What follows belongs to an exercise in optimizing a design on an open flow for small area and a short achievable clock period; a production flow would make more cautious choices.
In this exercise RTL edits were held to simulation tests only and were not proved equivalent to the original.
Power is estimated from default activity; no workload was simulated.

Design ce_dalu, start of the top module:
module ce_dalu (
    input  wire        clk,
    input  wire        rst,          
    input  wire        ins_valid,    
    input  wire [31:0] ins,          
    input  wire [2:0]  rd_sel,       
    output wire [15:0] rd_data,
    output wire [39:0] acc,          
    output wire [4:0]  flags         
);
    localparam [5:0] OP_LDI  = 6'h07, OP_MOV  = 6'h08, OP_MTS  = 6'h09;
    localparam [5:0] OP_MPY  = 6'h10, OP_MAC  = 6'h11, OP_MSU  = 6'h12;
    localparam [5:0] OP_MPYI = 6'h13, OP_MACI = 6'h14, OP_CLRA = 6'h15;
    localparam [5:0] OP_LDA  = 6'h16, OP_ADDA = 6'h17, OP_SUBA = 6'h18;
    localparam [5:0] OP_RND  = 6'h19, OP_SHRA = 6'h1A, OP_SHLA = 6'h1B;
    localparam [5:0] OP_ADD  = 6'h20, OP_SUB  = 6'h21, OP_ADDI = 6'h22;
    localparam [5:0] OP_AND  = 6'h23, OP_OR   = 6'h24, OP_XOR  = 6'h25;
    localparam [5:0] OP_SHL  = 6'h26, OP_SHR  = 6'h27, OP_CMP  = 6'h28;
    localparam [5:0] OP_CMPI = 6'h29, OP_MIN  = 6'h2A, OP_MAX  = 6'h2B;
    localparam [5:0] OP_LIM  = 6'h2C, OP_NEG  = 6'h2D, OP_ABS  = 6'h2E;
    reg [15:0] d0, d1, d2, d3, d4, d5, d6, d7;
    reg [40:0] cs_s, cs_c;                         
    reg        f_n, f_z, f_v, f_c, f_sat;
    reg        f_na, f_za, f_va;                   
  ...
export LEC_CHECK = 0
export ABC_AREA = 1
export CAP_MARGIN = 20
export CORE_MARGIN = 2
export CORE_UTILIZATION = 45
export CTS_BUF_LIST = sky130_fd_sc_hd__clkbuf_8
export CTS_CLUSTER_DIAMETER = 60
export CTS_CLUSTER_SIZE = 15
export SLEW_MARGIN = 20
create_clock -name core_clock -period 20.0 [get_ports {clk}]
standard.sh (not shown) runs the stock make flow with config.mk's settings and CLKGATE_MAP_FILE= SYNTH_SCRIPT=/design/flow/synth_recipe.tcl, a recipe that flattens the netlist after the stock synthesis.
==> flow/flow/run.sh <==
#!/bin/bash
# Standard layout, with these changes:
#  - synthesis: the standard synthesis script, sourcing a copy of ORFS's
#    synth.tcl whose only change is the ABC step (see below);
#  - after synthesis, fapol.py removes inverters around full adders by
#    flipping adder polarities; the result is kept only if ABC proves it
#    equivalent to the synthesized netlist;
#  - plain buffers (not delay cells) on the ports;
#  - the resizer's timing repair asked for more setup slack than the
#    standard flow.
set -euo pipefail
W=$PWD
F=$W/flow
# the ALU adder is kept apart until the end of synthesis (as
# SYNTH_KEEP_MODULES does), left out of full-adder extraction and mapped
# for delay (flow/abc_fast.script); the rest is mapped with flow/abc.script
FAST="ce_dalu_add16"
sed 's#^  log_cmd abc {\*}$abc_args$#  log_cmd abc -script '"$F"'/abc.script {*}[lrange $abc_args 2 end] '"$FAST"' %% %n\n  log_cmd abc -script '"$F"'/abc_fast.script {*}[lrange $abc_args 2 end] '"$FAST"'#' \
    "$FLOW_HOME/scripts/synth.tcl" > "$W/synth_mine.tcl"
sed -i 's#^  extract_fa {\*}\[dont_use_extract_fa_args\]$#  extract_fa {*}[dont_use_extract_fa_args] '"$FAST"' %% %n#' "$W/synth_mine.tcl"
grep -q "abc_fast.script" "$W/synth_mine.tcl"
grep -q "extract_fa .*%n" "$W/synth_mine.tcl"
sed 's#source $::env(SCRIPTS_DIR)/synth.tcl#source '"$W"'/synth_mine.tcl#' \
    "$W/synth_recipe.tcl" > "$W/synth_recipe_mine.tcl"
grep -q "synth_mine.tcl" "$W/synth_recipe_mine.tcl"
ARGS=(SYNTH_SCRIPT="$W/synth_recipe_mine.tcl" SYNTH_KEEP_MODULES="$FAST"
      BUFFER_PORTS_ARGS="-buffer_cell sky130_fd_sc_hd__buf_2"
      SETUP_SLACK_MARGIN=10 TNS_END_PERCENT=100)
bash standard.sh "${ARGS[@]}" synth > make_synth.log 2>&1

# full-adder polarity clean-up, checked by ABC's combinational equivalence
R=$W/orfs/results/sky130hd/ce_dalu/base
LIB=$FLOW_HOME/platforms/sky130hd/lib/sky130_fd_sc_hd__tt_025C_1v80.lib
cp "$R/1_2_yosys.v" "$W/netlist_synth.v"
python3 "$F/fapol.py" "$W/netlist_synth.v" "$W/netlist_fapol.v" > fapol.log 2>&1
for n in synth fapol; do
  cat > "$W/blif_$n.ys" <<EOY
read_liberty -ignore_miss_func $LIB
read_verilog $W/netlist_$n.v
hierarchy -top ce_dalu
flatten
opt_clean
techmap
opt -fast
dfflegalize -cell \$_DFF_P_ x
write_blif $W/netlist_$n.blif
EOY
  yosys -q -s "$W/blif_$n.ys" > "yosys_blif_$n.log" 2>&1
done
yosys-abc -c "cec $W/netlist_synth.blif $W/netlist_fapol.blif" > cec.log 2>&1 || true
if grep -q "Networks are equivalent" cec.log; then
  cp "$W/netlist_fapol.v" "$R/1_2_yosys.v"
  echo "fapol netlist used" >> fapol.log
else
  echo "fapol netlist NOT used" >> fapol.log
fi
bash standard.sh "${ARGS[@]}" finish > make.log 2>&1
==> flow/flow/abc.script <==
strash
dch -f
map -D 3000
topo
stime -c
buffer -c
upsize -c -D 3000
dnsize -c -D 3000
==> flow/flow/abc_fast.script <==
strash
dch -f
map -D 500
topo
stime -c
buffer -c
upsize -c -D 500
dnsize -c -D 500
Other scripts of this flow, unchanged in this note and not shown: flow/flow/fapol.py
Then changed:
--- a/flow/flow/run.sh
+++ b/flow/flow/run.sh
@@ -4 +4 @@
-#    synth.tcl whose only change is the ABC step (see below);
+#    synth.tcl whose only change is the ABC script (flow/abc.script);
@@ -14,5 +14 @@
-# the ALU adder is kept apart until the end of synthesis (as
-# SYNTH_KEEP_MODULES does), left out of full-adder extraction and mapped
-# for delay (flow/abc_fast.script); the rest is mapped with flow/abc.script
-FAST="ce_dalu_add16"
-sed 's#^  log_cmd abc {\*}$abc_args$#  log_cmd abc -script '"$F"'/abc.script {*}[lrange $abc_args 2 end] '"$FAST"' %% %n\n  log_cmd abc -script '"$F"'/abc_fast.script {*}[lrange $abc_args 2 end] '"$FAST"'#' \
+sed 's#^  log_cmd abc {\*}$abc_args$#  log_cmd abc -script '"$F"'/abc.script {*}[lrange $abc_args 2 end]#' \
@@ -20,3 +16 @@
-sed -i 's#^  extract_fa {\*}\[dont_use_extract_fa_args\]$#  extract_fa {*}[dont_use_extract_fa_args] '"$FAST"' %% %n#' "$W/synth_mine.tcl"
-grep -q "abc_fast.script" "$W/synth_mine.tcl"
-grep -q "extract_fa .*%n" "$W/synth_mine.tcl"
+grep -q "abc.script" "$W/synth_mine.tcl"
@@ -26 +20 @@
-ARGS=(SYNTH_SCRIPT="$W/synth_recipe_mine.tcl" SYNTH_KEEP_MODULES="$FAST"
+ARGS=(SYNTH_SCRIPT="$W/synth_recipe_mine.tcl"
@@ -28 +22 @@
-      SETUP_SLACK_MARGIN=10 TNS_END_PERCENT=100)
+      SETUP_SLACK_MARGIN=10 TNS_END_PERCENT=0)
==> flow/flow/abc.script (replaced) <==
&get -n
&st
&dch -f
&nf -a -K 6 -R 1000
&put
topo
dnsize -c
removed: flow/flow/abc_fast.script
Combinational power went up by about 10%.
Routed wire length went up by 0.83%.
Via count shrinks by 3.9%.
Total power increases by 5.8%.
Critical path depth stays the same.
Area after synthesis decreases by 9.0%.
Setup slack gets worse by 73 ps.
Count of clock-buffer cells in the layout decreases by 2.
Worst hold slack loses 26 ps.
Die area goes down by 8.9%.
Final area drops by 1.4%.
Then changed:
==> flow/flow/abc.script (replaced) <==
&get -n
&st
&dch -f
&nf -a -K 6 -R 1000
&put
topo
stime -c
buffer -c
upsize -c
dnsize -c
The new run completed with no timing, DRC or antenna violations. Total power goes down by 2.3%. Setup slack improves by 39 ps. Final area goes down by 2.0%. Clock-buffer cell count goes down by 4. Sequential power stays flat. Maximum frequency goes up by 0.39%. Via count goes down by 1.8%. Wire length goes down by 2.3%.

-- what the ideal ports hide --
Ports are ideal in the flow. The routed layouts listed here were re-timed in OpenROAD. Step 1, drivers: a clkbuf_16 drives clk and a buf_2 each remaining input, both assumed. Step 2, shift: input delay + t, output delay - t, t = (earliest + latest rising clock arrival at the registers) / 2. This alone moves slack from input paths to output paths. Slacks: ideal ports / drivers / drivers and shift; pairs: ideal ports / drivers.
run	t, ns	slack for setup (ns)	hold slack, ns
the first run	0.709	10.091 / 10.070 / 9.592	0.501 / 0.501 / 0.501
the second run	0.684	10.018 / 9.996 / 9.491	0.475 / 0.475 / 0.475
the third run	0.658	10.056 / 10.024 / 9.483	0.524 / 0.524 / 0.524
After both steps setup and hold are still met in every run listed. The setup slack of the third run, which loses most, moves by -0.032 ns with the drivers and by -0.573 ns with both steps.
